This design comes from an exercise in tuning for small area on the open sky130 flow, not from production work. Only simulation tests tie the RTL to the original design; equivalence was not proved. Power figures rest on the tool's default switching activity, not on a simulated workload.

--- design/flow/design.v ---
module zpx_rtc (
    input  wire        clk,
    input  wire        rst,
    input  wire        tick,
    input  wire        cmd_valid,
    input  wire [1:0]  cmd_op,
    input  wire [63:0] cmd_fields,
    input  wire [47:0] cmd_arg,
    input  wire        temp_valid,
    input  wire [11:0] temp,
    output wire [63:0] cal_fields,
    output reg  [14:0] subsec,
    output reg         time_valid,
    output wire        date_suspect,
    output reg         alarm0,
    output reg         alarm1,
    output reg  [8:0]  trim_n,
    output reg  [8:0]  trim_n_eval
);
    reg [7:0] sec, mnt, hour, day, month, year, cent;
    reg [3:0] wday;
    assign cal_fields = {cent, year, month, day, 4'd0, wday, hour, mnt, sec};
    wire mo_feb = (month[7:4] == 4'd0) && (month[3:0] == 4'd2);
    wire mo_30  = ((month[7:4] == 4'd0) && (month[3:0] == 4'd4 || month[3:0] == 4'd6 ||
                                             month[3:0] == 4'd9 || month[3:0] == 4'd11)) ||
                  ((month[7:4] == 4'd1) && (month[3:0] == 4'd1));
    wire y4     = !year[0] && (year[1] == year[4]);
    wire c4     = !cent[0] && (cent[1] == cent[4]);
    wire leap   = y4 && ((year != 8'd0) || c4);
    wire [3:0] dt = day[7:4], du = day[3:0];
    wire c_day  = (dt >= 4'd4) ||
                  (dt == 4'd3 && (du != 4'd0 || mo_feb || mo_30)) ||
                  (dt == 4'd2 && (mo_feb ? (leap ? du >= 4'd9 : du >= 4'd8) :
                                  mo_30  ? du >= 4'd10 : du >= 4'd11));
    wire c_sec   = (sec[7:4] >= 4'd6) || (sec[7:4] == 4'd5 && sec[3:0] >= 4'd9);
    wire c_min   = (mnt[7:4] >= 4'd6) || (mnt[7:4] == 4'd5 && mnt[3:0] >= 4'd9);
    wire c_hour  = (hour[7:4] >= 4'd3) || (hour[7:4] == 4'd2 && hour[3:0] >= 4'd3) ||
                   (hour[7:4] == 4'd1 && hour[3:0] >= 4'd13);
    wire c_month = (month[7:4] >= 4'd2) || (month[7:4] == 4'd1 && month[3:0] >= 4'd2) ||
                   (month[7:4] == 4'd0 && month[3:0] >= 4'd12);
    wire c_year  = (year[7:4] >= 4'd10) || (year[7:4] == 4'd9 && year[3:0] >= 4'd9);
    wire c_cent  = (cent[7:4] >= 4'd10) || (cent[7:4] == 4'd9 && cent[3:0] >= 4'd9);
    wire c_wday  = (wday >= 4'd7);
    wire do_roll;           
    wire k_min   = do_roll & c_sec;
    wire k_hour  = k_min & c_min;
    wire k_day   = k_hour & c_hour;
    wire k_month = k_day & c_day;
    wire k_year  = k_month & c_month;
    wire k_cent  = k_year & c_year;
    function [7:0] fstep;
        input [7:0] x;
        input       k, c, m1;
        reg         w;
        reg   [3:0] u, t;
        begin
            w = (x[3:0] == 4'd9) || (x[3:0] == 4'hF);
            u = (k && (c || w)) ? {3'd0, m1 && c} : x[3:0] + {3'd0, k};
            t = (k && c) ? 4'd0 : x[7:4] + {3'd0, k && w};
            fstep = {t, u};
        end
    endfunction
    wire [7:0] r_sec   = fstep(sec,   do_roll, c_sec,   1'b0);
    wire [7:0] r_min   = fstep(mnt,   k_min,   c_min,   1'b0);
    wire [7:0] r_hour  = fstep(hour,  k_hour,  c_hour,  1'b0);
    wire [7:0] r_day   = fstep(day,   k_day,   c_day,   1'b1);
    wire [3:0] r_wday  = (k_day && c_wday) ? 4'h1 : wday + {3'd0, k_day};
    wire [7:0] r_month = fstep(month, k_month, c_month, 1'b1);
    wire [7:0] r_year  = fstep(year,  k_year,  c_year,  1'b0);
    wire [7:0] r_cent  = fstep(cent,  k_cent,  c_cent,  1'b0);
    wire [59:0] r_f = {r_cent, r_year, r_month, r_day, r_wday, r_hour, r_min, r_sec};
    function nib9;
        input [3:0] n;
        nib9 = !n[3] || (n[2:1] == 2'b00);
    endfunction
    wire nib_ok = nib9(sec[7:4]) && nib9(sec[3:0]) && nib9(mnt[7:4]) && nib9(mnt[3:0]) &&
                  nib9(hour[7:4]) && nib9(hour[3:0]) && nib9(day[7:4]) && nib9(day[3:0]) &&
                  nib9(month[7:4]) && nib9(month[3:0]) && nib9(year[7:4]) && nib9(year[3:0]) &&
                  nib9(cent[7:4]) && nib9(cent[3:0]);
    wire day_ok = (dt <= 4'd1 && (dt != 4'd0 || du != 4'd0)) ||
                  (dt == 4'd2 && !(mo_feb && !leap && du == 4'd9)) ||
                  (dt == 4'd3 && !mo_feb && (du == 4'd0 || (!mo_30 && du == 4'd1)));
    wire rng_ok = (sec[7:4] <= 4'd5) && (mnt[7:4] <= 4'd5) &&
                  (hour[7:4] <= 4'd1 || (hour[7:4] == 4'd2 && hour[3:0] <= 4'd3)) &&
                  (wday != 4'd0) && !wday[3] && day_ok &&
                  ((month[7:4] == 4'd0 && month[3:0] != 4'd0) ||
                   (month[7:4] == 4'd1 && month[3:0] <= 4'd2));
    wire set_valid = nib_ok && rng_ok;
    reg just_set, ds_reg;
    assign date_suspect = just_set ? !set_valid : ds_reg;
    wire cmd      = tick && cmd_valid;
    wire do_set   = cmd && (cmd_op == 2'd0);
    wire do_alarm = cmd && (cmd_op == 2'd1) && time_valid;
    wire [15:0] arg_t0 = cmd_arg[47:32];
    wire t0_ok    = ($signed(arg_t0) >= -16'sd400) && ($signed(arg_t0) <= 16'sd1250);
    wire do_trim  = cmd && (cmd_op == 2'd2) && t0_ok;
    wire count    = tick && !do_set;
    reg  [4:0] win_cnt;
    reg  [7:0] crem;       
    reg        cx;
    wire       n_neg  = trim_n[8];
    wire       elig   = &subsec[11:0];
    wire       crem_nz = (crem != 8'd0);
    wire       c_av   = cx || crem_nz;
    wire       corr   = elig && c_av;
    wire [15:0] ss_next = {1'b0, subsec} + {14'd0, count & corr & !n_neg, count & !corr};
    assign     do_roll = ss_next[15];
    wire       win_beg = do_roll && (win_cnt == 5'd31);
    reg [59:0] al0_val, al1_val;
    reg [7:0]  al0_mask, al1_mask;
    reg        al0_en, al1_en, al0_once, al1_once;
    function amatch;
        input [59:0] v;
        input [7:0]  mk;
        input [59:0] f;
        reg   [59:0] d;
        begin
            d = v ^ f;
            amatch = (!mk[0] || d[7:0] == 8'd0) && (!mk[1] || d[15:8] == 8'd0) &&
                     (!mk[2] || d[23:16] == 8'd0) && (!mk[3] || d[27:24] == 4'd0) &&
                     (!mk[4] || d[35:28] == 8'd0) && (!mk[5] || d[43:36] == 8'd0) &&
                     (!mk[6] || d[51:44] == 8'd0) && (!mk[7] || d[59:52] == 8'd0);
        end
    endfunction
    wire m0 = do_roll && al0_en && amatch(al0_val, al0_mask, r_f);
    wire m1 = do_roll && al1_en && amatch(al1_val, al1_mask, r_f);
    wire [59:0] cmd_f60 = {cmd_fields[63:32], cmd_fields[27:0]};
    reg [15:0] curve_a0, curve_a2;
    reg [11:0] curve_t0;    
    reg        curve_set;
    reg [47:0] R;           
    reg [5:0]  Dh;          
    reg [7:0]  ec;          
    reg       c_dir, c_usem, c_cin, c_ldd, c_clr, c_ovr, c_inb;
    reg [2:0] c_bsel;
    localparam [7:0] EC_START = 8'd34, EC_CHECK = 8'd136, EC_FIN = 8'd204;
    always @* begin
        c_dir = 1'b0; c_bsel = 3'd0; c_usem = 1'b0; c_cin = 1'b0; c_ldd = 1'b0;
        c_clr = 1'b0; c_ovr = 1'b0; c_inb = 1'b0;
        case (ec)
            8'd34: begin c_bsel = 3'd1; c_usem = 1'd1; end
            8'd35: begin c_bsel = 3'd1; c_usem = 1'd1; c_cin = 1'd1; end
            8'd36: begin c_bsel = 3'd1; c_usem = 1'd1; end
            8'd37: begin c_bsel = 3'd1; c_usem = 1'd1; end
            8'd38: begin c_bsel = 3'd1; c_usem = 1'd1; end
            8'd39: begin c_bsel = 3'd1; c_usem = 1'd1; end
            8'd40: begin c_bsel = 3'd1; c_usem = 1'd1; end
            8'd41: begin c_bsel = 3'd1; c_usem = 1'd1; end
            8'd42: begin c_bsel = 3'd1; c_usem = 1'd1; end
            8'd43: begin c_bsel = 3'd1; c_usem = 1'd1; end
            8'd44: begin c_bsel = 3'd1; c_usem = 1'd1; end
            8'd45: begin c_bsel = 3'd2; c_usem = 1'd1; end
            8'd46: begin  end
            8'd47: begin  end
            8'd48: begin c_cin = 1'd1; end
            8'd49: begin  end
            8'd50: begin  end
            8'd51: begin  end
            8'd52: begin  end
            8'd53: begin  end
            8'd54: begin  end
            8'd55: begin  end
            8'd56: begin  end
            8'd57: begin  end
            8'd58: begin  end
            8'd59: begin  end
            8'd60: begin  end
            8'd61: begin  end
            8'd62: begin  end
            8'd63: begin c_ldd = 1'd1; end
            8'd64: begin c_bsel = 3'd3; c_usem = 1'd1; end
            8'd65: begin c_bsel = 3'd3; c_usem = 1'd1; end
            8'd66: begin c_bsel = 3'd3; c_usem = 1'd1; end
            8'd67: begin c_bsel = 3'd3; c_usem = 1'd1; end
            8'd68: begin c_bsel = 3'd3; c_usem = 1'd1; end
            8'd69: begin c_bsel = 3'd3; c_usem = 1'd1; end
            8'd70: begin c_bsel = 3'd3; c_usem = 1'd1; end
            8'd71: begin c_bsel = 3'd3; c_usem = 1'd1; end
            8'd72: begin c_bsel = 3'd3; c_usem = 1'd1; end
            8'd73: begin c_bsel = 3'd3; c_usem = 1'd1; end
            8'd74: begin c_bsel = 3'd3; c_usem = 1'd1; end
            8'd75: begin c_bsel = 3'd3; c_usem = 1'd1; end
            8'd76: begin c_bsel = 3'd3; c_usem = 1'd1; end
            8'd77: begin c_bsel = 3'd3; c_usem = 1'd1; end
            8'd78: begin c_bsel = 3'd3; c_usem = 1'd1; end
            8'd79: begin  end
            8'd80: begin  end
            8'd81: begin  end
            8'd82: begin  end
            8'd83: begin  end
            8'd84: begin  end
            8'd85: begin  end
            8'd86: begin  end
            8'd87: begin  end
            8'd88: begin  end
            8'd89: begin  end
            8'd90: begin  end
            8'd91: begin  end
            8'd92: begin  end
            8'd93: begin  end
            8'd94: begin c_dir = 1'd1; end
            8'd95: begin  end
            8'd96: begin c_bsel = 3'd4; c_usem = 1'd1; end
            8'd97: begin c_bsel = 3'd4; c_usem = 1'd1; end
            8'd98: begin c_bsel = 3'd4; c_usem = 1'd1; end
            8'd99: begin c_bsel = 3'd4; c_usem = 1'd1; end
            8'd100: begin c_bsel = 3'd4; c_usem = 1'd1; c_cin = 1'd1; end
            8'd101: begin c_bsel = 3'd4; c_usem = 1'd1; c_cin = 1'd1; end
            8'd102: begin c_dir = 1'd1; end
            8'd103: begin c_bsel = 3'd5; end
            8'd104: begin c_bsel = 3'd4; c_usem = 1'd1; end
            8'd105: begin c_bsel = 3'd4; c_usem = 1'd1; c_cin = 1'd1; end
            8'd106: begin c_bsel = 3'd4; c_usem = 1'd1; end
            8'd107: begin c_bsel = 3'd4; c_usem = 1'd1; c_cin = 1'd1; end
            8'd108: begin c_dir = 1'd1; end
            8'd109: begin c_bsel = 3'd5; end
            8'd110: begin c_bsel = 3'd4; c_usem = 1'd1; c_cin = 1'd1; end
            8'd111: begin c_dir = 1'd1; end
            8'd112: begin c_bsel = 3'd5; end
            8'd113: begin c_bsel = 3'd4; c_usem = 1'd1; c_cin = 1'd1; end
            8'd114: begin c_dir = 1'd1; end
            8'd115: begin c_bsel = 3'd5; end
            8'd116: begin c_bsel = 3'd4; c_usem = 1'd1; end
            8'd117: begin c_bsel = 3'd4; c_usem = 1'd1; end
            8'd118: begin c_bsel = 3'd4; c_usem = 1'd1; end
            8'd119: begin c_dir = 1'd1; end
            8'd120: begin c_bsel = 3'd5; end
            8'd121: begin c_bsel = 3'd4; c_usem = 1'd1; end
            8'd122: begin c_bsel = 3'd4; c_usem = 1'd1; end
            8'd123: begin c_bsel = 3'd4; c_usem = 1'd1; end
            8'd124: begin c_bsel = 3'd4; c_usem = 1'd1; end
            8'd125: begin c_bsel = 3'd4; c_usem = 1'd1; c_cin = 1'd1; end
            8'd126: begin c_bsel = 3'd4; c_usem = 1'd1; c_cin = 1'd1; end
            8'd127: begin c_bsel = 3'd4; c_usem = 1'd1; end
            8'd128: begin c_bsel = 3'd4; c_usem = 1'd1; end
            8'd129: begin c_bsel = 3'd4; c_usem = 1'd1; end
            8'd130: begin c_bsel = 3'd4; c_usem = 1'd1; end
            8'd131: begin c_bsel = 3'd4; c_usem = 1'd1; c_cin = 1'd1; end
            8'd132: begin c_bsel = 3'd4; c_usem = 1'd1; end
            8'd133: begin c_bsel = 3'd4; c_usem = 1'd1; c_cin = 1'd1; end
            8'd134: begin c_cin = 1'd1; end
            8'd135: begin c_cin = 1'd1; end
            8'd136: begin c_dir = 1'd1; c_bsel = 3'd6; end
            8'd137: begin c_dir = 1'd1; c_bsel = 3'd6; end
            8'd138: begin c_dir = 1'd1; c_bsel = 3'd6; end
            8'd139: begin c_dir = 1'd1; c_bsel = 3'd6; end
            8'd140: begin c_dir = 1'd1; c_bsel = 3'd6; end
            8'd141: begin c_dir = 1'd1; c_bsel = 3'd6; end
            8'd142: begin c_dir = 1'd1; c_bsel = 3'd6; end
            8'd143: begin c_dir = 1'd1; c_bsel = 3'd6; end
            8'd144: begin c_dir = 1'd1; c_bsel = 3'd6; end
            8'd145: begin c_dir = 1'd1; c_bsel = 3'd6; end
            8'd146: begin c_dir = 1'd1; c_bsel = 3'd6; end
            8'd147: begin c_dir = 1'd1; c_bsel = 3'd6; end
            8'd148: begin c_dir = 1'd1; c_bsel = 3'd6; end
            8'd149: begin c_dir = 1'd1; c_bsel = 3'd6; end
            8'd150: begin c_dir = 1'd1; c_bsel = 3'd6; end
            8'd151: begin c_dir = 1'd1; c_bsel = 3'd6; end
            8'd152: begin c_dir = 1'd1; c_bsel = 3'd6; end
            8'd153: begin c_dir = 1'd1; c_bsel = 3'd6; end
            8'd154: begin c_dir = 1'd1; c_bsel = 3'd6; end
            8'd155: begin c_dir = 1'd1; c_bsel = 3'd6; end
            8'd156: begin c_dir = 1'd1; c_bsel = 3'd6; end
            8'd157: begin c_dir = 1'd1; c_bsel = 3'd6; end
            8'd158: begin c_dir = 1'd1; c_bsel = 3'd6; end
            8'd159: begin c_dir = 1'd1; c_bsel = 3'd6; end
            8'd160: begin c_dir = 1'd1; c_bsel = 3'd6; end
            8'd161: begin c_dir = 1'd1; c_bsel = 3'd6; end
            8'd162: begin c_dir = 1'd1; c_bsel = 3'd6; end
            8'd163: begin c_dir = 1'd1; c_bsel = 3'd6; end
            8'd164: begin c_dir = 1'd1; c_bsel = 3'd6; end
            8'd165: begin c_dir = 1'd1; c_bsel = 3'd6; end
            8'd166: begin c_dir = 1'd1; c_bsel = 3'd6; c_ovr = 1'd1; end
            8'd167: begin c_dir = 1'd1; c_bsel = 3'd6; c_ovr = 1'd1; c_inb = 1'd1; end
            8'd168: begin c_dir = 1'd1; c_bsel = 3'd6; c_ovr = 1'd1; end
            8'd169: begin c_dir = 1'd1; c_bsel = 3'd6; c_ovr = 1'd1; c_inb = 1'd1; end
            8'd170: begin c_dir = 1'd1; c_bsel = 3'd6; c_ovr = 1'd1; c_inb = 1'd1; end
            8'd171: begin c_dir = 1'd1; c_bsel = 3'd6; c_ovr = 1'd1; c_inb = 1'd1; end
            8'd172: begin c_dir = 1'd1; c_bsel = 3'd6; end
            8'd173: begin c_dir = 1'd1; c_clr = 1'd1; end
            8'd174: begin c_dir = 1'd1; c_bsel = 3'd6; end
            8'd175: begin c_dir = 1'd1; c_bsel = 3'd6; end
            8'd176: begin c_dir = 1'd1; c_bsel = 3'd6; end
            8'd177: begin c_dir = 1'd1; c_bsel = 3'd6; end
            8'd178: begin c_dir = 1'd1; c_bsel = 3'd6; end
            8'd179: begin c_dir = 1'd1; c_bsel = 3'd6; end
            8'd180: begin c_dir = 1'd1; c_bsel = 3'd6; end
            8'd181: begin c_dir = 1'd1; c_bsel = 3'd6; end
            8'd182: begin c_dir = 1'd1; c_bsel = 3'd6; end
            8'd183: begin c_dir = 1'd1; c_bsel = 3'd6; end
            8'd184: begin c_dir = 1'd1; c_bsel = 3'd6; end
            8'd185: begin c_dir = 1'd1; c_bsel = 3'd6; end
            8'd186: begin c_dir = 1'd1; c_bsel = 3'd6; end
            8'd187: begin c_dir = 1'd1; c_bsel = 3'd6; end
            8'd188: begin c_dir = 1'd1; c_bsel = 3'd6; end
            8'd189: begin c_dir = 1'd1; c_bsel = 3'd6; end
            8'd190: begin c_dir = 1'd1; c_bsel = 3'd6; end
            8'd191: begin c_dir = 1'd1; c_bsel = 3'd6; end
            8'd192: begin c_dir = 1'd1; c_bsel = 3'd6; end
            8'd193: begin c_dir = 1'd1; c_bsel = 3'd6; end
            8'd194: begin c_dir = 1'd1; c_bsel = 3'd6; end
            8'd195: begin c_dir = 1'd1; c_bsel = 3'd6; end
            8'd196: begin c_dir = 1'd1; c_bsel = 3'd6; end
            8'd197: begin c_dir = 1'd1; c_bsel = 3'd6; end
            8'd198: begin c_dir = 1'd1; c_bsel = 3'd6; end
            8'd199: begin c_dir = 1'd1; c_bsel = 3'd6; end
            8'd200: begin c_dir = 1'd1; c_bsel = 3'd6; end
            8'd201: begin c_dir = 1'd1; c_bsel = 3'd6; end
            8'd202: begin c_dir = 1'd1; c_bsel = 3'd6; end
            8'd203: begin c_dir = 1'd1; c_bsel = 3'd6; end
            default: ;
        endcase
    end
    wire [17:0] A = R[47:30];
    reg  [17:0] Bv;
    always @* begin
        case (c_bsel)
            3'd1:    Bv = 18'd5;
            3'd2:    Bv = -18'sd5;
            3'd3:    Bv = {3'b111, Dh, trim_n_eval};
            3'd4:    Bv = {{2{curve_a2[15]}}, curve_a2};
            3'd5:    Bv = {curve_a0[15], curve_a0, 1'b0};
            3'd6:    Bv = A[17] ? 18'd15625 : -18'sd15625;
            default: Bv = 18'd0;
        endcase
    end
    wire        addit = !c_usem || R[0];
    wire [17:0] Be    = addit ? Bv : 18'd0;
    wire [18:0] s     = {A[17], A} + {Be[17], Be} + {18'd0, c_cin};
    wire        a_in  = c_ovr ? c_inb : R[29];
    wire        q_in  = !s[17];
    wire [47:0] R_sr  = {s[18:1], s[0], R[29:1]};
    wire [47:0] R_sl  = {s[16:0] & {17{!c_clr}}, a_in, R[28:0], q_in};
    wire        start = temp_valid && curve_set;
    wire        rng_neg = R[47];
    wire        rng_big = |R[46:31];
    wire [9:0]  hq      = R[9:0];
    wire        sat_lo  = hq[9] || (&hq[8:0]);
    wire [8:0]  q_fin   = sat_lo ? 9'h101 : {hq[8], ~hq[7:0]};
    always @(posedge clk) begin
        R <= c_dir ? R_sl : R_sr;
        if (start) begin
            R[47:30] <= {{5{~curve_t0[11]}}, ~curve_t0, 1'b0};
            R[11:0]  <= temp;
        end
        if (c_ldd) Dh <= R[15:10];
    end
    always @(posedge clk) begin
        if (rst) begin
            sec <= 8'h00; mnt <= 8'h00; hour <= 8'h00; wday <= 4'h6;
            day <= 8'h01; month <= 8'h01; year <= 8'h00; cent <= 8'h20;
            subsec <= 15'd0;
            time_valid <= 1'b0;
            just_set <= 1'b0;
            ds_reg <= 1'b0;
            alarm0 <= 1'b0; alarm1 <= 1'b0;
            al0_en <= 1'b0; al1_en <= 1'b0;
            win_cnt <= 5'd0;
            crem <= 8'd0;
            cx <= 1'b0;
            trim_n <= 9'd0;
            trim_n_eval <= 9'd0;
            curve_set <= 1'b0;
            ec <= 8'd0;
        end else begin
            if (start)
                ec <= EC_START;
            else if (ec == EC_FIN || (ec == EC_CHECK && (rng_neg || rng_big)))
                ec <= 8'd0;
            else
                ec <= ec + {7'd0, ec != 8'd0};
            if (ec == EC_CHECK && rng_neg)
                trim_n_eval <= 9'h0FF;
            else if (ec == EC_CHECK && rng_big)
                trim_n_eval <= 9'h101;
            else if (ec == EC_FIN)
                trim_n_eval <= q_fin;
            else if (c_ldd)
                trim_n_eval <= R[9:1];
            if (win_beg) begin
                crem <= trim_n_eval[7:0] ^ {8{trim_n_eval[8]}};
                cx <= trim_n_eval[8];
                trim_n <= trim_n_eval;
            end else begin
                crem <= crem - {7'd0, tick && elig && crem_nz};
                if (tick && elig && !crem_nz)
                    cx <= 1'b0;
            end
            win_cnt <= win_cnt + {4'd0, do_roll};
            just_set <= do_set;
            if (just_set)
                ds_reg <= !set_valid;
            if (do_set) begin
                sec <= cmd_fields[7:0];   mnt <= cmd_fields[15:8];  hour <= cmd_fields[23:16];
                wday <= cmd_fields[27:24];
                day <= cmd_fields[39:32]; month <= cmd_fields[47:40];
                year <= cmd_fields[55:48]; cent <= cmd_fields[63:56];
                subsec <= cmd_arg[14:0];
                time_valid <= 1'b1;
            end else begin
                subsec <= ss_next[14:0];
                sec <= r_sec; mnt <= r_min; hour <= r_hour; wday <= r_wday;
                day <= r_day; month <= r_month; year <= r_year; cent <= r_cent;
            end
            if (m0) begin
                alarm0 <= 1'b1;
                if (al0_once) al0_en <= 1'b0;
            end
            if (m1) begin
                alarm1 <= 1'b1;
                if (al1_once) al1_en <= 1'b0;
            end
            if (do_alarm) begin
                if (!cmd_arg[0]) begin
                    al0_en <= cmd_arg[1];
                    if (cmd_arg[3] && !m0) alarm0 <= 1'b0;
                end else begin
                    al1_en <= cmd_arg[1];
                    if (cmd_arg[3] && !m1) alarm1 <= 1'b0;
                end
            end
            if (do_trim)
                curve_set <= 1'b1;
        end
    end
    always @(posedge clk) begin
        if (do_alarm && !cmd_arg[0]) begin
            al0_once <= cmd_arg[2];
            al0_mask <= cmd_arg[15:8];
            al0_val  <= cmd_f60;
        end
        if (do_alarm && cmd_arg[0]) begin
            al1_once <= cmd_arg[2];
            al1_mask <= cmd_arg[15:8];
            al1_val  <= cmd_f60;
        end
        if (do_trim) begin
            curve_a0 <= cmd_arg[15:0];
            curve_a2 <= cmd_arg[31:16];
            curve_t0 <= cmd_arg[43:32];
        end
    end
endmodule
--- design/flow/flow/run.sh ---
#!/bin/bash
# The standard layout (standard.sh), with three ORFS knobs changed:
#  - synthesis maps logic with flow/abc_area.script (area-recovering ABC mapping with the
#    delay target relaxed; the clock period is 120 ns), through a copy of the ORFS scripts
#    folder whose abc_speed.script is replaced; flip-flop mapping is unchanged;
#  - port buffers use the smallest buffer cell (every port still gets its buffer);
#  - clock tree synthesis clusters up to 15 sinks within 60 um per clkbuf_8, with
#    no dummy loads.
# Each tool's full output stays in orfs/logs/; make's own output goes to flow_make.log.
set -euo pipefail
here=$(pwd)
rm -rf "$here/scripts"
cp -r "$FLOW_HOME/scripts" "$here/scripts"
cp "$here/flow/abc_area.script" "$here/scripts/abc_speed.script"
export SCRIPTS_DIR="$here/scripts"
export BUFFER_PORTS_ARGS="-buffer_cell sky130_fd_sc_hd__buf_1"
export CTS_ARGS="-sink_clustering_enable -repair_clock_nets -dont_use_dummy_load -buf_list sky130_fd_sc_hd__clkbuf_8 -sink_clustering_size 15 -sink_clustering_max_diameter 60"
bash standard.sh > flow_make.log 2>&1
--- design/flow/flow/abc_area.script ---
&get -n
&st
&dch
&nf -R 1000
&st
&syn2
&dch
&nf -R 1000
&st
&dch -f
&nf -R 1000 -p -a
&put
topo
--- design/flow/standard.sh ---
#!/bin/bash
# synth_recipe.tcl (not shown) runs the flow's synth.tcl, then flattens the netlist and writes it again
# the make line also repeats each setting of config.mk as NAME=value (left out here)
make -C /OpenROAD-flow-scripts/flow DESIGN_CONFIG=/design/flow/config.mk WORK_HOME=/design/flow/orfs CLKGATE_MAP_FILE= SYNTH_SCRIPT=/design/flow/synth_recipe.tcl "${@:-finish}"
--- design/flow/config.mk ---
export PLATFORM = sky130hd
export DESIGN_NAME = zpx_rtc
export DESIGN_NICKNAME = zpx_rtc
export VERILOG_FILES = /design/flow/design.v
export SDC_FILE = /design/flow/constraint.sdc
export NUM_CORES = 4
export LEC_CHECK = 0
export CAP_MARGIN = 20
export CORE_MARGIN = 2
export CORE_UTILIZATION = 65
export SLEW_MARGIN = 20
--- design/flow/constraint.sdc ---
create_clock -name core_clock -period 120.0 [get_ports {clk}]
set_input_delay 24.0000 -clock core_clock [delete_from_list [all_inputs] [get_ports {clk}]]
set_output_delay 24.0000 -clock core_clock [all_outputs]
set_load 0.01 [all_outputs]
==> Flow_metrics.wiki, run 1 <==
{| class="wikitable"
! Metric !! Value
|-
| Run status || complete, no violations
|-
| Post-CTS setup-driven buffer insertion count || 0
|-
| Worst hold margin || between 0.4 and 0.5 ns
|-
| Pleak || around 0.0067 uW
|-
| Element type at the critical path start || primary input
|-
| Quantity of I/O buffers inserted on ports || 223
|-
| TritonCTS clock tree || built
|-
| Count of antenna-violating nets left after detailed routing || 0
|-
| P per Cell Area || 13.0 mW/mm2
|-
| Minimum clock period || 31.04 ns
|-
| Via total after detailed routing || between 10k and 15k
|-
| Avg Synthesized Cell Area || 10.3 um2
|-
| Pin count of the biggest net entering global routing || 73
|-
| Max Cap Viol || 0
|-
| Clock Skews || ~0.045 ns
|-
| Drt first-iter violations || 1425
|-
| Actual slew at the worst max-slew pin || 1.10 ns
|-
| Setup repair after global routing missed its margin || no
|-
| Count of final setup violators || 0
|-
| Final worst setup slack || between 80 and 90 ns
|-
| Router iterations before antenna repair || 6
|-
| Hold Crit Class || flip-flop to flip-flop
|-
| Die area || 0.0273 mm2
|-
| Wire length of the first global-routing pass || 69.6 mm
|-
| Main flop type after synthesis || sky130_fd_sc_hd__edfxtp_1
|-
| CP max FO || 10
|-
| Inserted Clock Buffers || 34
|-
| Largest regs || al0_val: 60 flops, al1_val: 60 flops, R: 48 flops
|-
| Final Core Density || 0.741
|-
| Register bit total from synthesis || about 360
|-
| Number of filler instances in the final layout || 1864
|-
| Global Route Usage Sum || 0.330
|-
| Kind of end point of the critical path || flip-flop
|-
| Routed wirelength normalized by instance count || around 20 um
|-
| Post-Place Setup Slack || 88.55 ns
|-
| Clock sink total || roughly 360
|-
| Clock transition time at the flip-flop clock pins of the worst setup and hold paths || approximately 0.090 ns
|-
| Total wire length || between 40 and 50 mm
|-
| Number of synthesized flops with an enable pin || about 190
|-
| Top-Level Pins || 232
|-
| Layout cells sized above 1 || 0.0309
|-
| Num rows || 58
|-
| Peak ir drop on the vdd network || 0.0127 mV
|-
| Placed Instances || 2207
|-
| Final worst-path cycle share || 0.259
|-
| Sum of overflow across all layers after global routing || 0
|-
| Startpoint of the worst setup timing path || tick
|-
| Worst setup path class || primary input to flip-flop
|-
| Worst slew margin || 0.266
|-
| Core Footprint || 0.0253 mm2
|-
| Setup TNS Final || 0 ns
|-
| Synth warnings || 1
|-
| Die Ht || 165 um
|-
| DR DRC count || 0
|-
| Max-slew violation count || 0
|-
| Final net count || 2108
|-
| Highest-delay cell along the critical path || sky130_fd_sc_hd__and2_0
|-
| Share of flip-flops with an asynchronous set or reset || 0
|-
| Sequential fraction of the synthesis area || 0.537
|-
| Count of placed standard cells in the final layout, fillers left out || 2245
|-
| Vias/cell || 6.30
|-
| Gate count after technology mapping || approximately 1.6k
|-
| Hold-fix buffers, CTS || 0
|-
| Arrival time at the worst endpoint || about 31 ns
|-
| Startpoint of the most critical hold path || curve_t0[9]$_DFFE_PP_
|-
| Critical Path RT || 120.38 ns
|-
| CTS H-tree lvls || 2
|-
| Dominant cell type by count on the critical path || sky130_fd_sc_hd__nand2_1
|-
| Startpoint of the lowest-slack register-to-register path || subsec[7]$_SDFF_PP0_
|-
| Effective utilization at floorplan || 0.667
|-
| Number of hold violations in the final report || 0
|-
| Vias in the first global route || approximately 13k
|-
| Post-synth design cell area || 0.0169 mm2
|-
| Antenna violations before repair || 2
|-
| Timing-limited maximum frequency || 32.2 MHz
|-
| Number of gates resized after CTS || 0
|-
| Insertion delay to the later sink of the worst-skew pair || 0.55 ns
|-
| Sequential cell area || approximately 0.009 mm2
|-
| Total area of multi-input combinational cells || 0.00776 mm2
|-
| Largest stage delay on the critical path || 0.54 ns
|-
| Synth unique cells || 62
|-
| Synth-to-layout area growth || 11.1%
|-
| Number of buffers on the longest clock path || 3
|-
| Die width || 165 um
|-
| Routability congestion estimate from global placement || between 0.9 and 1
|-
| CTS Root Buffer Type || sky130_fd_sc_hd__clkbuf_8
|-
| HPWL reported at the end of detailed placement || approximately 32 mm
|}
## area by class of cell
cell class	instances	share of cell area
inverters	25	0.00500
repair buffers	237	0.0503
diodes	4	0.000534
well taps	330	0.0220
flip-flops and latches	359	0.484
multi-input cells	1256	0.414
clock buffers	34	0.0249
## per-stage QoR
stage          instance area, um2  total power (uW)
4_1_cts                     18700               243
5_1_grt                     18700               254
3_3_place_gp                18300               180
3_5_place_dp                18300               182
6_report                    18800               244
2_1_floorplan               16900               170
## layer usage
metal / track usage / routed length, um
met1: 0.461 / 19000
met3: 0.0697 / 4750
met5: 0 / 0
met2: 0.516 / 20300
met4: 0.112 / 1350
## report_power, final
part           internal [uW]  total, uW  switching, uW  leakage, uW
combinational           13.8       31.7           17.8      0.00337
clock                   25.4       63.7           38.3     0.000244
sequential               139        148           9.49      0.00309
total                    178        244           65.6      0.00670
## worst paths after layout
check	cells past startpoint	to	slack, ns
worst min register to register	1	R[40]$_DFF_P_	0.42
worst max-delay path	30	al0_en$_SDFF_PP0_	88.96
worst min-delay path	1	R[40]$_DFF_P_	0.42
worst max register to register	29	al0_en$_SDFF_PP0_	111.19
## kinds of logic (layout without fill, tap and decap cells)
group,Yosys count,count (layout),synth area share
XOR/XNOR,146,146,0.0757
multiplexers,4,4,0.00237
AND/OR/NAND/NOR,602,602,0.164
flip-flops,359,359,0.537
other,1,8,0.000222
buffers and inverters,30,296,0.00778
adder cells (fa/ha/maj),64,64,0.0488
AO/OA/AOI/OAI,436,436,0.164
## cells in the mapped netlist (all sizes together), types with 6 or more instances
cell     instances  area share
dfxtp          171        0.20
o21ai          116       0.034
and2             6      0.0022
nor2           180       0.040
xnor2           67       0.035
o41ai            7      0.0036
o211ai          11      0.0049
clkinv          25      0.0056
a21oi          117       0.035
nand4           22      0.0081
a2111oi          6      0.0031
nor3            49       0.015
a31oi           26      0.0096
a211oi          13      0.0058
nor4b            7      0.0036
nand2          193       0.043
xor2            79       0.041
a221oi          16      0.0083
a32o             7      0.0041
and3            12      0.0044
a21o            21      0.0093
a22oi           21      0.0093
a22o            19      0.0099
nor4            18      0.0067
edfxtp         188        0.33
o31ai           10      0.0044
nand3           43       0.013
or3              9      0.0033
ha              61       0.045
nand2b          22      0.0081
nor2b           20      0.0074
o21a            10      0.0044
## placed cells by master, fill, tap and decap left out, types with 5 or more instances in the layout
master / netlist / layout
sky130_fd_sc_hd__buf_1: 0 / 222
sky130_fd_sc_hd__nand2_1: 193 / 193
sky130_fd_sc_hd__edfxtp_1: 188 / 188
sky130_fd_sc_hd__nor2_1: 180 / 179
sky130_fd_sc_hd__dfxtp_1: 171 / 171
sky130_fd_sc_hd__o21ai_0: 116 / 116
sky130_fd_sc_hd__a21oi_1: 117 / 116
sky130_fd_sc_hd__xor2_1: 79 / 79
sky130_fd_sc_hd__xnor2_1: 67 / 67
sky130_fd_sc_hd__ha_1: 61 / 61
sky130_fd_sc_hd__nor3_1: 49 / 49
sky130_fd_sc_hd__nand3_1: 43 / 43
sky130_fd_sc_hd__clkbuf_8: 0 / 34
sky130_fd_sc_hd__a31oi_1: 26 / 26
sky130_fd_sc_hd__clkinv_1: 25 / 24
sky130_fd_sc_hd__nand4_1: 22 / 22
sky130_fd_sc_hd__nand2b_1: 22 / 21
sky130_fd_sc_hd__a22oi_1: 21 / 21
sky130_fd_sc_hd__a21o_1: 21 / 21
sky130_fd_sc_hd__nor2b_1: 20 / 20
sky130_fd_sc_hd__a22o_1: 19 / 19
sky130_fd_sc_hd__nor4_1: 18 / 16
sky130_fd_sc_hd__a221oi_1: 16 / 16
sky130_fd_sc_hd__buf_4: 5 / 14
sky130_fd_sc_hd__a211oi_1: 13 / 13
sky130_fd_sc_hd__and3_1: 12 / 12
sky130_fd_sc_hd__o211ai_1: 11 / 11
sky130_fd_sc_hd__o31ai_1: 10 / 10
sky130_fd_sc_hd__o21a_1: 10 / 10
sky130_fd_sc_hd__or3_1: 9 / 9
sky130_fd_sc_hd__o41ai_1: 7 / 7
sky130_fd_sc_hd__a32o_1: 7 / 7
sky130_fd_sc_hd__a2111oi_0: 6 / 6
sky130_fd_sc_hd__and2_0: 6 / 6
sky130_fd_sc_hd__or2_0: 5 / 5
sky130_fd_sc_hd__nor4b_1: 7 / 5
sky130_fd_sc_hd__and4_1: 5 / 5
sky130_fd_sc_hd__nor3b_1: 5 / 5
## critical path, delay by kind of cell
family | cells | cell delay [ns]
AOI/OAI and AO/OA | 6 | 0.94
buffers and inverters | 1 | 0.12
and+or+nand+nor | 19 | 5.50
adders and majority gates | 2 | 0.52
xor gates and xnor gates | 2 | 0.31
==> inputs of run 2 (changes only) <==
--- a/design/flow/flow/run.sh
+++ b/design/flow/flow/run.sh
@@ -5,5 +5,5 @@
 #    folder whose abc_speed.script is replaced; flip-flop mapping is unchanged;
 #  - port buffers use the smallest buffer cell (every port still gets its buffer);
-#  - clock tree synthesis clusters up to 15 sinks within 60 um per clkbuf_8, with
+#  - clock tree synthesis clusters up to 8 sinks within 40 um per clkbuf_4, with
 #    no dummy loads.
 # Each tool's full output stays in orfs/logs/; make's own output goes to flow_make.log.
@@ -15,4 +15,4 @@
 export SCRIPTS_DIR="$here/scripts"
 export BUFFER_PORTS_ARGS="-buffer_cell sky130_fd_sc_hd__buf_1"
-export CTS_ARGS="-sink_clustering_enable -repair_clock_nets -dont_use_dummy_load -buf_list sky130_fd_sc_hd__clkbuf_8 -sink_clustering_size 15 -sink_clustering_max_diameter 60"
+export CTS_ARGS="-sink_clustering_enable -repair_clock_nets -dont_use_dummy_load -buf_list sky130_fd_sc_hd__clkbuf_4 -sink_clustering_size 8 -sink_clustering_max_diameter 40"
 bash standard.sh > flow_make.log 2>&1
==> design/flow/flow/abc_area.script (replaced) <==
&get -n
&st
&dch
&nf -R 1000
&st
&syn2
&dch
&nf -R 1000
&st
&dch -f
&nf -R 1000 -p -a -F 8 -A 4
&st
&syn2
&dch -f
&nf -R 1000 -p -a -F 8 -A 4
&put
topo
==> run 2 against run 1 <==
Still clean on timing, DRC and antenna. Clock power decreased by 7.1%. Worst hold slack got worse by 0.0025 ns. Via count increased by 0.20%. First-iteration DRC count increased by 19%. Power decreased by 4.5%. Flip-flop and latch count unchanged. Routed wire length decreased by 0.88%. Critical path type unchanged. Critical endpoint is now al1_en$_SDFF_PP0_. Highest routed layer unchanged.
==> Flow_metrics.wiki, run 2 <==
{| class="wikitable"
! Metric !! Value
|-
| Avg Synthesized Cell Area || around 10 um2
|-
| Main flop type after synthesis || sky130_fd_sc_hd__edfxtp_1
|-
| Final Core Density || 0.736
|-
| Routed wirelength normalized by instance count || 20.0 um
|-
| Dominant cell type by count on the critical path || sky130_fd_sc_hd__a21oi_1
|-
| Synth unique cells || 64
|-
| Antenna violations before repair || 1
|-
| Die width || 165 um
|-
| Most common cell after layout, fill and taps aside || sky130_fd_sc_hd__buf_1
|-
| Worst slew margin || 0.329
|-
| Actual slew at the worst max-slew pin || between 1 and 1.5 ns
|-
| CTS H-tree lvls || 2
|-
| Quantity of I/O buffers inserted on ports || 223
|-
| Worst setup path class || primary input to flip-flop
|-
| Number of gates resized after CTS || 0
|-
| Count of placed standard cells in the final layout, fillers left out || 2248
|-
| Hold Crit Class || flip-flop to flip-flop
|-
| Vias/cell || 6.31
|-
| Number of synthesized flops with an enable pin || 188
|-
| Num rows || between 50 and 60
|-
| End point of the most critical hold path || R[38]$_DFF_P_
|-
| Element type at the critical path start || primary input
|-
| Final worst-path cycle share || 0.260
|-
| Routability congestion estimate from global placement || approximately 0.92
|-
| Count of cells along the worst hold path || 1
|-
| Most instantiated library cell after synthesis || sky130_fd_sc_hd__nor2_1
|-
| Critical Path RT || 120.58 ns
|-
| Post-CTS setup-driven buffer insertion count || 0
|-
| Cell type contributing the most total cell area after synthesis || sky130_fd_sc_hd__edfxtp_1
|-
| Main area contributors after synthesis || sky130_fd_sc_hd__edfxtp_1 (34%), sky130_fd_sc_hd__dfxtp_1 (20%), sky130_fd_sc_hd__ha_1 (4.5%), sky130_fd_sc_hd__nor2_1 (4.4%), sky130_fd_sc_hd__xor2_1 (3.9%)
|-
| Total wire length || 44.9 mm
|-
| Top-Level Pins || about 230
|-
| Vias in the first global route || about 13k
|-
| Peak ir drop on the vdd network || 0.0158 mV
|-
| Largest stage delay on the critical path || 0.59 ns
|-
| Pleak || 0.00676 uW
|-
| DR DRC count || 0
|-
| Setup TNS Final || 0 ns
|-
| Share of flip-flops with an asynchronous set or reset || 0
|-
| Kind of end point of the critical path || flip-flop
|-
| Die Ht || 165 um
|-
| Commonest cells in the netlist || sky130_fd_sc_hd__nor2_1 (198), sky130_fd_sc_hd__edfxtp_1 (188), sky130_fd_sc_hd__dfxtp_1 (171), sky130_fd_sc_hd__nand2_1 (169), sky130_fd_sc_hd__a21oi_1 (124)
|-
| Endpoint of the worst-slack reg-to-reg timing path || al1_en$_SDFF_PP0_
|-
| CP max FO || 16
|-
| Register bit total from synthesis || 359
|-
| Layout cells sized above 1 || 0.0407
|-
| Arrival time at the worst endpoint || roughly 32 ns
|-
| Router iterations before antenna repair || 6
|-
| Timing-limited maximum frequency || roughly 32 MHz
|-
| HPWL reported at the end of detailed placement || 32.4 mm
|-
| TritonCTS clock tree || built
|-
| Max Cap Viol || 0
|-
| Minimum clock period || 31.23 ns
|-
| Startpoint of the most critical hold path || curve_t0[7]$_DFFE_PP_
|-
| Via total after detailed routing || between 10k and 15k
|-
| Largest regs || al0_val: 60 flops, al1_val: 60 flops, R: 48 flops
|-
| Reg2Reg Setup Slack || 111.04 ns
|-
| Top library cells by usage in the layout, fill and taps aside || sky130_fd_sc_hd__buf_1 (222), sky130_fd_sc_hd__nor2_1 (196), sky130_fd_sc_hd__edfxtp_1 (188)
|-
| Inserted Clock Buffers || 53
|-
| P per Cell Area || ~12 mW/mm2
|-
| Core Footprint || 0.0253 mm2
|-
| Clock Skews || around 0.035 ns
|-
| Insertion delay to the later sink of the worst-skew pair || 0.70 ns
|-
| Max-slew violation count || 0
|-
| Pin count of the biggest net entering global routing || 73
|-
| Global Route Usage Sum || 0.324
|-
| Die area || 0.0272 mm2
|-
| Hold-fix buffers, CTS || 0
|-
| Synth-to-layout area growth || 10.7%
|-
| Cell area reported after detailed placement || 0.0182 mm2
|-
| R2R depth || 33
|-
| Drt first-iter violations || approximately 1.7k
|-
| Effective utilization at floorplan || 0.665
|-
| Final net count || 2113
|-
| Placed Instances || 2192
|-
| Worst hold margin || 0.422 ns
|-
| Sum of overflow across all layers after global routing || 0
|-
| Post-synth design cell area || 0.0168 mm2
|-
| Clock sink total || 359
|-
| Gate count after technology mapping || 1626
|-
| Area share of the largest cell type after synthesis || 0.335
|-
| Highest-delay cell along the critical path || sky130_fd_sc_hd__o41a_1
|-
| Startpoint of the lowest-slack register-to-register path || subsec[4]$_SDFF_PP0_
|-
| Run status || complete, no violations
|-
| Count of final setup violators || 0
|-
| Number of hold violations in the final report || 0
|-
| Clock transition time at the flip-flop clock pins of the worst setup and hold paths || 0.09 ns
|-
| Wire length of the first global-routing pass || around 68 mm
|-
| Sequential fraction of the synthesis area || 0.539
|-
| Setup repair after global routing missed its margin || no
|-
| CTS Root Buffer Type || sky130_fd_sc_hd__clkbuf_4
|-
| Count of antenna-violating nets left after detailed routing || 0
|-
| Final instance area || around 0.019 mm2
|-
| Synth warnings || 1
|-
| Number of buffers on the longest clock path || 3
|}
-- run 2: changes by cell type after synthesis, sizes merged, moves of 11 or more --
cell    change
a22oi      -18
nand2      -24
a31oi      -11
a211oi     +14
a221oi     +19
nor2       +18
-- run 2: routing by layer --
| layer | track usage | part of all wire | up-vias |
|---|---|---|---|
| met5 | 0 | 0 | - |
| met4 | 0.0889 | 0.023 | 0 |
| met3 | 0.0713 | 0.11 | 84 |
| met2 | 0.497 | 0.45 | 690 |
| met1 | 0.469 | 0.42 | 6732 |
| li1 | - | - | 6669 |
-- run 2: cell families (layout without fill, tap and decap cells) --
family                     after synthesis  count (layout)  synth area share
AOI/OAI and AO/OA                      438             438             0.169
other                                    1               6          0.000223
adders and majority gates               64              64            0.0489
DFF                                    359             359             0.539
buffers and inverters                   36             323           0.00914
xor gates and xnor gates               139             139            0.0723
muxes                                   11              11           0.00661
and+or+nand+nor                        578             578             0.156
-- run 2: critical path: cells and delay by family --
kind                     cells  cell delay, ns
buffers and inverters        4            0.65
AO/OA/AOI/OAI               12            2.70
AND/OR/NAND/NOR             13            3.66
adder cells (fa/ha/maj)      3            0.80
-- run 2: area by class of cell --
type,count,area [um2]
tap,330,413
timing repair buffer,239,958
antenna,2,5.00
fill,1970,6690
clock buffer,53,398
sequential,359,9070
inverter,31,116
multi-input combinational,1234,7670
-- run 2: worst max-delay path by stage --
stage                     startpoint           endpoint
after floorplan                 tick  al1_en$_SDFF_PP0_
after global placement          tick  al1_en$_SDFF_PP0_
after detailed placement        tick  al1_en$_SDFF_PP0_
after CTS                       tick  al1_en$_SDFF_PP0_
after global routing            tick  al1_en$_SDFF_PP0_
final                           tick  al1_en$_SDFF_PP0_
-- run 2: through the flow --
step | power (uW) | setup WS [ns]
2_1_floorplan | 165 | 87.77
3_3_place_gp | 175 | 88.55
3_5_place_dp | 176 | 88.29
4_1_cts | 233 | 89.01
5_1_grt | 244 | 88.10
6_report | 233 | 88.77
-- run 2: power by group --
part | leakage [uW] | switching, uW | internal, uW
combinational | 0.00343 | 15.9 | 11.8
sequential | 0.00309 | 8.39 | 138
clock | 0.000244 | 39.0 | 20.2
total | 0.00676 | 63.3 | 170
==> inputs of run 3 (changes only) <==
--- a/design/flow/flow/run.sh
+++ b/design/flow/flow/run.sh
@@ -1,7 +1,8 @@
 #!/bin/bash
 # The standard layout (standard.sh), with three ORFS knobs changed:
-#  - synthesis maps logic with flow/abc_area.script (area-recovering ABC mapping with the
-#    delay target relaxed; the clock period is 120 ns), through a copy of the ORFS scripts
-#    folder whose abc_speed.script is replaced; flip-flop mapping is unchanged;
+#  - synthesis maps logic with flow/abc_area.script (ABC's &deepsyn logic optimization,
+#    then area-recovering mapping with the delay target relaxed; the clock period is
+#    120 ns), through a copy of the ORFS scripts folder whose abc_speed.script is
+#    replaced; flip-flop mapping is unchanged;
 #  - port buffers use the smallest buffer cell (every port still gets its buffer);
 #  - clock tree synthesis clusters up to 8 sinks within 40 um per clkbuf_4, with
==> design/flow/flow/abc_area.script (replaced) <==
&get -n
&st
&deepsyn -T 120
&st
&dch -f
&nf -R 1000 -p -a -F 8 -A 4
&put
topo
==> run 3 against run 2 <==
Clock power shrank 1%. Worst hold slack lost 0.019 ns. Via count shrank 8.7%. Worst setup slack improved by 0.80 ns. Synthesized area is 4.2% lower. Critical path type unchanged. Highest routed layer unchanged.
==> Flow_metrics.wiki, run 3 <==
{| class="wikitable"
! Metric !! Value
|-
| Highest-delay cell along the critical path || sky130_fd_sc_hd__or3_1
|-
| Kind of end point of the critical path || flip-flop
|-
| Gate count after technology mapping || 1462
|-
| Avg Synthesized Cell Area || 11.0 um2
|-
| Effective utilization at floorplan || 0.663
|-
| Vias in the first global route || ~12k
|-
| TritonCTS clock tree || built
|-
| Actual slew at the worst max-slew pin || roughly 1.0 ns
|-
| Most instantiated library cell after synthesis || sky130_fd_sc_hd__edfxtp_1
|-
| Final instance area || 0.0179 mm2
|-
| Quantity of I/O buffers inserted on ports || between 200 and 250
|-
| Inserted Clock Buffers || 53
|-
| Cell area reported after detailed placement || 0.0175 mm2
|-
| Post-synth design cell area || 0.0161 mm2
|-
| Reg2Reg Setup Slack || 112.28 ns
|-
| Via total after detailed routing || 12.9k
|-
| Synth-to-layout area growth || 10.8%
|-
| Element type at the critical path start || primary input
|-
| CTS Root Buffer Type || sky130_fd_sc_hd__clkbuf_4
|-
| Die width || 162 um
|-
| Num rows || 57
|-
| Die area || 0.0261 mm2
|-
| Worst slew margin || 0.325
|-
| Routed wirelength normalized by instance count || 20.2 um
|-
| Setup repair after global routing missed its margin || no
|-
| Arrival time at the worst endpoint || approximately 31 ns
|-
| Placed Instances || roughly 2k
|-
| Vias/cell || 6.23
|-
| Clock transition time at the flip-flop clock pins of the worst setup and hold paths || about 0.090 ns
|-
| Startpoint of the most critical hold path || R[23]$_DFF_P_
|-
| Count of antenna-violating nets left after detailed routing || 0
|-
| Routability congestion estimate from global placement || 0.919
|-
| Timing-limited maximum frequency || 32.9 MHz
|-
| Largest regs || al0_val: 60 flops, al1_val: 60 flops, R: 48 flops
|-
| Share of flip-flops with an asynchronous set or reset || 0
|-
| Area share of the largest cell type after synthesis || 0.350
|-
| CTS H-tree lvls || 2
|-
| Wire length of the first global-routing pass || 65.0 mm
|-
| Hold Crit Class || flip-flop to flip-flop
|-
| Setup TNS Final || 0 ns
|-
| Die Ht || 162 um
|-
| Sequential fraction of the synthesis area || 0.562
|-
| Sum of overflow across all layers after global routing || 0
|-
| Final net count || 1946
|-
| Largest stage delay on the critical path || 0.60 ns
|-
| Final worst-path cycle share || 0.254
|-
| Router iterations before antenna repair || 5
|-
| Startpoint of the lowest-slack register-to-register path || subsec[4]$_SDFF_PP0_
|-
| Register bit total from synthesis || 359
|-
| Total wire length || 41.9 mm
|-
| Run status || complete, no violations
|-
| Count of cells along the worst hold path || 1
|-
| Max Cap Viol || 0
|-
| Core Footprint || 0.0243 mm2
|-
| Clock sink total || 359
|-
| Max-slew violation count || 0
|-
| CP max FO || 11
|-
| Dominant cell type by count on the critical path || sky130_fd_sc_hd__nor3_1
|-
| Top-Level Pins || about 230
|-
| Synth unique cells || between 60 and 70
|-
| Cell type contributing the most total cell area after synthesis || sky130_fd_sc_hd__edfxtp_1
|-
| Post-CTS setup-driven buffer insertion count || 0
|-
| Commonest cells in the netlist || sky130_fd_sc_hd__edfxtp_1 (188), sky130_fd_sc_hd__nand2_1 (183), sky130_fd_sc_hd__dfxtp_1 (171), sky130_fd_sc_hd__o21ai_0 (107), sky130_fd_sc_hd__nor2_1 (104)
|-
| Instance count on the critical path || 32
|-
| Most common cell after layout, fill and taps aside || sky130_fd_sc_hd__buf_1
|-
| R2R depth || 31
|-
| Pin count of the biggest net entering global routing || 73
|-
| Largest delay share family, worst path || simple AND/OR/NAND/NOR gates
|-
| Hold-fix buffers, CTS || 0
|-
| Critical Path RT || 120.60 ns
|-
| Antenna violations before repair || 3
|-
| Endpoint of the worst-slack reg-to-reg timing path || al1_en$_SDFF_PP0_
|-
| Drt first-iter violations || 1263
|-
| Top library cells by usage in the layout, fill and taps aside || sky130_fd_sc_hd__buf_1 (223), sky130_fd_sc_hd__edfxtp_1 (188), sky130_fd_sc_hd__nand2_1 (183)
|-
| Insertion delay to the later sink of the worst-skew pair || 0.72 ns
|-
| Number of gates resized after CTS || 0
|-
| Number of hold violations in the final report || 0
|-
| Minimum clock period || 30.43 ns
|-
| Number of buffers on the longest clock path || 3
|-
| Peak ir drop on the vdd network || 0.00743 mV
|-
| End point of the most critical hold path || R[24]$_DFF_P_
|-
| HPWL reported at the end of detailed placement || 29.9 mm
|-
| Count of placed standard cells in the final layout, fillers left out || 2077
|-
| DR DRC count || 0
|-
| Layout cells sized above 1 || 0.0412
|-
| Worst setup path class || primary input to flip-flop
|-
| P per Cell Area || roughly 11 mW/mm2
|-
| Synth warnings || 1
|-
| Clock Skews || roughly 0.085 ns
|-
| Global Route Usage Sum || 0.317
|-
| Number of synthesized flops with an enable pin || between 150 and 200
|-
| Pleak || roughly 0.0067 uW
|-
| PnR Total Power || slightly above 200 uW
|-
| Count of final setup violators || 0
|-
| Crit path buf inv count || 4
|-
| Final Core Density || 0.735
|-
| Main flop type after synthesis || sky130_fd_sc_hd__edfxtp_1
|-
| Main area contributors after synthesis || sky130_fd_sc_hd__edfxtp_1 (35%), sky130_fd_sc_hd__dfxtp_1 (21%), sky130_fd_sc_hd__ha_1 (4.7%), sky130_fd_sc_hd__nand2_1 (4.3%), sky130_fd_sc_hd__xor2_1 (4.0%)
|}
[run 3: final cells by class]
type / count / area [um2]
Timing Repair Buffer: 236 / 935
Antenna cell: 4 / 10.0
Multi-Input combinational cell: 1063 / 6910
Tap cell: 324 / 405
Sequential cell: 359 / 9070
Fill cell: 1762 / 6450
Inverter: 38 / 143
Clock buffer: 53 / 398
[run 3: layer usage]
layer / vias to the layer above / wire length [um] / global-route usage
li1: 6111 / - / -
met1: 6105 / 16800 / 0.415
met2: 599 / 19500 / 0.505
met3: 123 / 3740 / 0.0675
met4: 0 / 1920 / 0.158
met5: - / 0 / 0
[run 3: how the worst max path moves through the flow]
| stage | end | slack, ns | from |
|---|---|---|---|
| 3_3_place_gp | al1_en$_SDFF_PP0_ | 89.01 | tick |
| 3_5_place_dp | al1_en$_SDFF_PP0_ | 88.96 | tick |
| 6_report | al1_en$_SDFF_PP0_ | 89.57 | tick |
| 2_1_floorplan | al0_mask[0]$_DFFE_PP_ | 88.35 | cmd_arg[0] |
| 4_1_cts | al1_en$_SDFF_PP0_ | 89.71 | tick |
| 5_1_grt | al1_en$_SDFF_PP0_ | 88.88 | tick |
[run 3: kinds of logic after synthesis]
group / share of synthesized area
simple gates: 0.131
compound gates: 0.162
flops: 0.562
xor+xnor: 0.0700
fa+ha+maj: 0.0510
buf+inv: 0.0112
mux: 0.0131
other cells: 0.000232
[run 3: metrics by stage]
stage / setup WS (ns) / hold WS, ns
2_1_floorplan: 88.35 / 0.416
3_3_place_gp: 89.01 / 0.426
3_5_place_dp: 88.96 / 0.444
4_1_cts: 89.71 / 0.400
5_1_grt: 88.88 / 0.417
6_report: 89.57 / 0.404
[run 3: report_power, final]
part	internal, uW	switching [uW]	total, uW
registers	130	1.99	132
clock network	20.2	38.4	58.6
logic	4.41	7.91	12.3
total	155	48.3	203
==> inputs of run 4 (changes only) <==
--- a/design/flow/flow/run.sh
+++ b/design/flow/flow/run.sh
@@ -6,5 +6,5 @@
 #    replaced; flip-flop mapping is unchanged;
 #  - port buffers use the smallest buffer cell (every port still gets its buffer);
-#  - clock tree synthesis clusters up to 8 sinks within 40 um per clkbuf_4, with
+#  - clock tree synthesis clusters up to 10 sinks within 50 um per clkbuf_4, with
 #    no dummy loads.
 # Each tool's full output stays in orfs/logs/; make's own output goes to flow_make.log.
@@ -16,4 +16,4 @@
 export SCRIPTS_DIR="$here/scripts"
 export BUFFER_PORTS_ARGS="-buffer_cell sky130_fd_sc_hd__buf_1"
-export CTS_ARGS="-sink_clustering_enable -repair_clock_nets -dont_use_dummy_load -buf_list sky130_fd_sc_hd__clkbuf_4 -sink_clustering_size 8 -sink_clustering_max_diameter 40"
+export CTS_ARGS="-sink_clustering_enable -repair_clock_nets -dont_use_dummy_load -buf_list sky130_fd_sc_hd__clkbuf_4 -sink_clustering_size 10 -sink_clustering_max_diameter 50"
 bash standard.sh > flow_make.log 2>&1
==> run 4 against run 3 <==
Largest power group unchanged. Global-route usage down 0.22 points. Routed wire length down 0.62%. Register-to-register slack about the same. Largest cell class unchanged. Clock skew down 0.047 ns. Worst hold slack better by 0.051 ns. Clock power down 8.5%. Utilization down 0.33 points. Flip-flop and latch count unchanged. Die area unchanged.
==> Flow_metrics.wiki, run 4 <==
{| class="wikitable"
! Metric !! Value
|-
| Pin count of the biggest net entering global routing || 73
|-
| Commonest cells in the netlist || sky130_fd_sc_hd__edfxtp_1 (188), sky130_fd_sc_hd__nand2_1 (183), sky130_fd_sc_hd__dfxtp_1 (171), sky130_fd_sc_hd__o21ai_0 (107), sky130_fd_sc_hd__nor2_1 (104)
|-
| R2R depth || 31
|-
| Pleak || around 0.0066 uW
|-
| Wire length of the first global-routing pass || about 65 mm
|-
| Count of final setup violators || 0
|-
| Element type at the critical path start || primary input
|-
| Minimum clock period || 30.46 ns
|-
| Post-synth design cell area || 0.0161 mm2
|-
| Peak ir drop on the vdd network || 0.00897 mV
|-
| Startpoint of the most critical hold path || curve_t0[6]$_DFFE_PP_
|-
| Effective utilization at floorplan || 0.663
|-
| Count of placed standard cells in the final layout, fillers left out || 2065
|-
| Startpoint of the worst setup timing path || tick
|-
| Top-Level Pins || 232
|-
| Router iterations before antenna repair || 6
|-
| Routability congestion estimate from global placement || 0.919
|-
| Critical Path RT || approximately 120 ns
|-
| Core Footprint || 0.0243 mm2
|-
| Worst setup path class || primary input to flip-flop
|-
| Top library cells by usage in the layout, fill and taps aside || sky130_fd_sc_hd__buf_1 (223), sky130_fd_sc_hd__edfxtp_1 (188), sky130_fd_sc_hd__nand2_1 (183)
|-
| Number of filler instances in the final layout || 1789
|-
| Placed Instances || 2019
|-
| Number of gates resized after CTS || 0
|-
| Share of flip-flops with an asynchronous set or reset || 0
|-
| Final Core Density || 0.732
|-
| Max Cap Viol || 0
|-
| Kind of end point of the critical path || flip-flop
|-
| Register bit total from synthesis || 359
|-
| Number of buffers on the longest clock path || 3
|-
| Global Route Usage Sum || 0.315
|-
| Highest-delay cell along the critical path || sky130_fd_sc_hd__or3_1
|-
| Drt first-iter violations || 1342
|-
| Most common cell after layout, fill and taps aside || sky130_fd_sc_hd__buf_1
|-
| Dominant cell type by count on the critical path || sky130_fd_sc_hd__nor3_1
|-
| Worst slew margin || 0.317
|-
| DR DRC count || 0
|-
| Avg Synthesized Cell Area || around 11 um2
|-
| Gate count after technology mapping || approximately 1.5k
|-
| Clock sink total || 359
|-
| Vias/cell || 6.21
|-
| HPWL reported at the end of detailed placement || 29.9 mm
|-
| Main area contributors after synthesis || sky130_fd_sc_hd__edfxtp_1 (35%), sky130_fd_sc_hd__dfxtp_1 (21%), sky130_fd_sc_hd__ha_1 (4.7%), sky130_fd_sc_hd__nand2_1 (4.3%), sky130_fd_sc_hd__xor2_1 (4.0%)
|-
| Startpoint of the lowest-slack register-to-register path || subsec[4]$_SDFF_PP0_
|-
| P per Cell Area || 11.1 mW/mm2
|-
| Insertion delay to the later sink of the worst-skew pair || 0.66 ns
|-
| Largest regs || al0_val: 60 flops, al1_val: 60 flops, R: 48 flops
|-
| Num rows || 57
|-
| Setup repair after global routing missed its margin || no
|-
| Timing-limited maximum frequency || approximately 33 MHz
|-
| Sequential fraction of the synthesis area || 0.562
|-
| Via total after detailed routing || 12.8k
|-
| Vias in the first global route || 12.3k
|-
| Total wire length || 41.6 mm
|-
| Die width || 162 um
|-
| Routed wirelength normalized by instance count || 20.2 um
|-
| Synth warnings || 1
|-
| Number of synthesized flops with an enable pin || 188
|-
| Count of antenna-violating nets left after detailed routing || 0
|-
| Inserted Clock Buffers || 43
|-
| Quantity of I/O buffers inserted on ports || 223
|-
| Synth-to-layout area growth || 10.3%
|-
| Timing endpoint of the critical path || al1_en$_SDFF_PP0_
|-
| Layout cells sized above 1 || 0.0357
|-
| Main flop type after synthesis || sky130_fd_sc_hd__edfxtp_1
|-
| Clock transition time at the flip-flop clock pins of the worst setup and hold paths || 0.11 ns
|-
| CTS Root Buffer Type || sky130_fd_sc_hd__clkbuf_4
|-
| Number of hold violations in the final report || 0
|-
| Reg2Reg Setup Slack || between 100 and 150 ns
|-
| CP max FO || 11
|-
| Cell type contributing the most total cell area after synthesis || sky130_fd_sc_hd__edfxtp_1
|-
| Area share of the largest cell type after synthesis || 0.350
|-
| Max-slew violation count || 0
|-
| Setup TNS Final || 0 ns
|-
| Antenna violations before repair || 3
|-
| Die Ht || 162 um
|-
| Synth unique cells || slightly above 60
|-
| Largest stage delay on the critical path || approximately 0.6 ns
|-
| CTS H-tree lvls || 2
|-
| Final net count || around 1.9k
|-
| Hold Crit Class || flip-flop to flip-flop
|-
| Hold-fix buffers, CTS || 0
|-
| Final worst-path cycle share || 0.254
|-
| Clock Skews || approximately 0.038 ns
|-
| TritonCTS clock tree || built
|-
| Post-CTS setup-driven buffer insertion count || 0
|-
| Arrival time at the worst endpoint || 31.01 ns
|-
| Most instantiated library cell after synthesis || sky130_fd_sc_hd__edfxtp_1
|-
| Endpoint of the worst-slack reg-to-reg timing path || al1_en$_SDFF_PP0_
|-
| Sum of overflow across all layers after global routing || 0
|-
| Run status || complete, no violations
|-
| Die area || 0.0261 mm2
|-
| Actual slew at the worst max-slew pin || 1.02 ns
|}
## run 4: worst min-delay path by stage
stage                           end  slack [ns]  cells after the start
floorplan           Dh[0]$_DFFE_PP_        0.42                      0
global placement      R[34]$_DFF_P_        0.43                      1
detailed placement  Dh[4]$_DFFE_PP_        0.44                      0
CTS                   R[34]$_DFF_P_        0.45                      1
global route          R[19]$_DFF_P_        0.48                      1
finish                R[37]$_DFF_P_        0.45                      1
## run 4: kinds of logic after synthesis
logic type,share of synthesized area
AND/OR/NAND/NOR,0.131
other,0.000232
AO/OA/AOI/OAI,0.162
multiplexers,0.0131
XOR/XNOR,0.0700
adder cells (fa/ha/maj),0.0510
buffers and inverters,0.0112
flip-flops,0.562
## run 4: worst max-delay path, delay by kind of cell
family / cells / cell delay (ns)
XOR/XNOR: 2 / 0.26
adder cells (fa/ha/maj): 2 / 0.45
buffers and inverters: 4 / 0.57
AND/OR/NAND/NOR: 20 / 4.93
AO/OA/AOI/OAI: 4 / 0.79
## run 4: where the power goes
part	leakage [uW]	internal [uW]	switching [uW]
registers	0.00307	130	2.00
clock network	0.000198	16.5	37.0
logic	0.00337	4.41	7.91
## run 4: metal layers
metal	vias up	track usage	wire length (um)
met2	601	0.505	19300
met1	6027	0.417	16700
li1	6077	-	-
met4	2	0.147	1830
met3	124	0.0619	3780
met5	-	0	11
## run 4: area by class of cell
class	instances	area [um2]	share of cell area
sequential	359	9070	0.510
timing repair buffer	236	935	0.0525
inverter	38	143	0.00802
multi-input combinational	1063	6910	0.389
antenna	2	5.00	0.000281
clock buffer	43	323	0.0181
tap	324	405	0.0228
## run 4: per-stage QoR
| stage | instance area (um2) | power (uW) | hold WS (ns) | setup WS, ns |
|---|---|---|---|---|
| after floorplan | 16100 | 141 | 0.416 | 88.35 |
| after global placement | 17500 | 147 | 0.426 | 89.01 |
| after detailed placement | 17500 | 147 | 0.444 | 88.96 |
| after CTS | 17800 | 199 | 0.451 | 89.66 |
| after global routing | 17800 | 205 | 0.484 | 88.81 |
| final | 17800 | 198 | 0.454 | 89.54 |

[static timing again, ports no longer ideal]
The results above use ideal ports. As a check the final layouts listed here were re-extracted and re-timed, cells and wires unchanged. Step 1: set_driving_cell puts a clkbuf_16 on clk and a buf_2 on each other input, an assumption about the parent block. Step 2 times the ports against the registers' clock, not the clock port: input delays grow and output delays shrink by t, the midpoint of the rising clock arrivals with the driver on. a / b / c = ideal ports / drivers / drivers and shift; a / b = the first two.
run | t (ns) | setup slack, ns | latest minus earliest clock arrival (ns) | slew at the worst register clock pin (ns) | cell pins on the clock port's net
run 1 | 0.579 | 88.964 / 88.991 / 88.412 | 0.045 / 0.045 | 0.10 / 0.10 | 1
run 2 | 0.736 | 88.770 / 88.740 / 88.004 | 0.041 / 0.041 | 0.10 / 0.10 | 1
run 3 | 0.721 | 89.573 / 89.589 / 88.868 | 0.085 / 0.085 | 0.10 / 0.10 | 1
run 4 | 0.693 | 89.540 / 89.553 / 88.860 | 0.042 / 0.043 | 0.11 / 0.11 | 1
After both steps every run listed still meets setup and hold. The setup slack of run 2, which loses most, moves by -0.030 ns with the drivers and by -0.766 ns with both steps.
